Context: an optimization exercise on an open-source flow, tuned for small area, a short achievable clock period and few clock cycles per item. The choices shown serve that exercise and are no tape-out recipe. In this exercise RTL edits were held to simulation tests only and were not proved equivalent to the original.

## alpha
==> flow/design.v (excerpt) <==
module sun_stage (
    input  wire        clk,
    input  wire        rst,
    input  wire        in_valid,
    output wire        in_ready,
    input  wire        in_safe,
    input  wire [15:0] in_s,
    input  wire [15:0] in_g,
    input  wire [15:0] in_red,
    input  wire [15:0] in_grn,
    input  wire [15:0] in_blu,
    output wire        out_valid,
    input  wire        out_ready,
    output wire [15:0] out_red,
    output wire [15:0] out_grn,
    output wire [15:0] out_blu
);
Settings: LEC_CHECK=0, ABC_CLOCK_PERIOD_IN_PS=4000, CAP_MARGIN=20, CORE_MARGIN=2, CORE_UTILIZATION=62, CTS_BUF_LIST=sky130_fd_sc_hd__clkbuf_8, CTS_CLUSTER_DIAMETER=45, CTS_CLUSTER_SIZE=16, SETUP_SLACK_MARGIN=5, SLEW_MARGIN=20, TNS_END_PERCENT=5; clock period 12.0 ns.
standard.sh (not shown) runs the stock make flow with config.mk's settings and CLKGATE_MAP_FILE= SYNTH_SCRIPT=/design/flow/synth_recipe.tcl, a recipe that flattens the netlist after the stock synthesis.
==> flow/flow/run.sh <==
#!/bin/bash
# Own flow: the standard layout (standard.sh), unchanged except that
#  - the port buffers that global placement inserts on every input and output
#    are buf_2 cells instead of the default delay buffers.
set -euo pipefail
sed -e "s/SETUP_SLACK_MARGIN=[0-9.]*/SETUP_SLACK_MARGIN=8 'BUFFER_PORTS_ARGS=-buffer_cell sky130_fd_sc_hd__buf_2'/" standard.sh > standard_tight.sh
bash standard_tight.sh > standard.log 2>&1
Testbench counts of alpha, summed over its fixed seeds: cycles 24,136, items 24,000.
Setup changes, alpha to beta
- CORE_UTILIZATION: 62 -> 55
- CTS_CLUSTER_SIZE: 16 -> unset
- CTS_BUF_LIST: sky130_fd_sc_hd__clkbuf_8 -> unset
- CTS_CLUSTER_DIAMETER: 45 -> unset
==> flow/flow/run.sh <==
#!/bin/bash
set -euo pipefail
sed -e 's/SETUP_SLACK_MARGIN=[0-9.]*/SETUP_SLACK_MARGIN=8/' standard.sh > standard_tight.sh
bash standard_tight.sh > standard.log 2>&1
==> comparison <==
From alpha to beta the numbers moved as follows: number of non-clock inverters flat, worst max-slew margin expressed relative to the limit down 4.5 points, maximum frequency down 2.0%, final core utilization down 6.9 points.
beta vs. alpha: clock buffer count from CTS fell by 65.
The following lists how gamma was set up differently from beta:
==> flow/flow/run.sh <==
#!/bin/bash
# Own flow: the standard layout (standard.sh), unchanged except that
#  - the port buffers that global placement inserts on every input and output
#    are buf_2 cells instead of the default delay buffers.
set -euo pipefail
sed -e "s/SETUP_SLACK_MARGIN=[0-9.]*/SETUP_SLACK_MARGIN=8 'BUFFER_PORTS_ARGS=-buffer_cell sky130_fd_sc_hd__buf_2'/" standard.sh > standard_tight.sh
bash standard_tight.sh > standard.log 2>&1
Notes after the runs:
In gamma the last weighted congestion value of the routability-driven placer turned out 1.9% lower than in beta.
Between beta and gamma, global-route usage decreased.
The end point of the critical path comes out x15_b[14] in one run and out_red[10] in the other, namely in gamma and beta respectively.
Required time at the worst-slack endpoint delta for gamma relative to beta: 3.01 ns higher
The final reports for gamma and beta show worst-margin pin slew higher in the former.
Delta (gamma minus beta): portion of the clock cycle consumed by the worst path in the final layout decreased by 1.1 points relative to the old numbers, number of clock-tree buffers in the layout decreased by 16 relative to the old numbers.
Edits applied to the flow inputs when going from gamma to delta:
- TNS_END_PERCENT no longer set, was 5
Results
gamma → delta: least setup slack across all paths after layout went up 0.025 ns; multi-input gate share of total cell area moved down.
When the final numbers for gamma and delta were put side by side, the part of the cycle the worst path needs turned out to be greater in gamma.


sun_stage again, from the RTL that the note above started with.
==> flow/config.mk <==
export PLATFORM = sky130hd
export DESIGN_NAME = sun_stage
export DESIGN_NICKNAME = sun_stage
export VERILOG_FILES = /design/flow/design.v
export SDC_FILE = /design/flow/constraint.sdc
export NUM_CORES = 4
export LEC_CHECK = 0
export ABC_CLOCK_PERIOD_IN_PS = 4000
export CAP_MARGIN = 20
export CORE_MARGIN = 2
export CORE_UTILIZATION = 55
export SETUP_SLACK_MARGIN = 5
export SLEW_MARGIN = 20
==> flow/constraint.sdc <==
create_clock -name core_clock -period 12.0 [get_ports {clk}]
set_input_delay 2.4000 -clock core_clock [delete_from_list [all_inputs] [get_ports {clk}]]
set_output_delay 2.4000 -clock core_clock [all_outputs]
set_load 0.01 [all_outputs]
==> flow/flow/run.sh <==
#!/bin/bash
set -euo pipefail
sed -e 's/SETUP_SLACK_MARGIN=[0-9.]*/SETUP_SLACK_MARGIN=8/' standard.sh > standard_tight.sh
bash standard_tight.sh > standard.log 2>&1
Testbench counts at the start, summed over its fixed seeds: cycles 24,136, items 24,000.
Next try:
==> flow/flow/run.sh (replaced) <==
#!/bin/bash
# Own flow: the standard layout (standard.sh), unchanged except that
#  - the port buffers that global placement inserts on every input and output
#    are buf_2 cells instead of the default delay buffers.
set -euo pipefail
sed -e "s/SETUP_SLACK_MARGIN=[0-9.]*/SETUP_SLACK_MARGIN=8 'BUFFER_PORTS_ARGS=-buffer_cell sky130_fd_sc_hd__buf_2'/" standard.sh > standard_tight.sh
bash standard_tight.sh > standard.log 2>&1
--- a/flow/config.mk
+++ b/flow/config.mk
@@ -10,4 +10,8 @@
 export CORE_MARGIN = 2
 export CORE_UTILIZATION = 55
+export CTS_BUF_LIST = sky130_fd_sc_hd__clkbuf_8
+export CTS_CLUSTER_DIAMETER = 50
+export CTS_CLUSTER_SIZE = 18
 export SETUP_SLACK_MARGIN = 5
 export SLEW_MARGIN = 20
+export TNS_END_PERCENT = 5
Synthesized cell count is unchanged. Worst hold slack got worse by 0.015 ns. Non-clock buffer count went down by 168.

[separate check: timing with driven ports]
The flow's constraints put no driver on any port. The routed layouts listed below were extracted and timed again, unchanged, in two steps.
Step 1 (the two cells are an assumption about what drives the block):
set clk [get_ports {clk}]
set_driving_cell -lib_cell sky130_fd_sc_hd__clkbuf_16 $clk
set_driving_cell -lib_cell sky130_fd_sc_hd__buf_2 [delete_from_list [all_inputs] $clk]
Step 2, shift: input delay + t, output delay - t, t = (earliest + latest rising clock arrival at the registers) / 2. This alone moves slack from input paths to output paths.
a / b / c = ideal ports / drivers / drivers and shift; a / b = the first two.
| run | t, ns | setup slack, ns | hold WS [ns] | worst slew at a driven data input, ns | pins driven straight from the clock port |
|---|---|---|---|---|---|
| alpha | 1.131 | 7.813 / 7.753 / 7.585 | 0.372 / 0.372 / 0.372 | 0.05 | 1 |
| beta | 0.939 | 7.728 / 7.632 / 7.289 | 0.408 / 0.408 / 0.408 | 0.07 | 1 |
| gamma | 0.954 | 7.854 / 7.780 / 7.772 | 0.401 / 0.401 / 0.401 | 0.07 | 1 |
| delta | 0.939 | 7.879 / 7.879 / 7.755 | 0.408 / 0.408 / 0.408 | 0.06 | 1 |
| the first run of note 2 | 0.968 | 7.858 / 7.858 / 7.727 | 0.396 / 0.396 / 0.396 | 0.06 | 1 |
| the second run of note 2 | 1.101 | 7.875 / 7.800 / 7.755 | 0.381 / 0.381 / 0.381 | 0.07 | 1 |
After both steps setup and hold are still met in every run listed. For beta, which loses most, drivers alone change the setup slack by -0.096 ns; drivers and shift together by -0.439 ns.
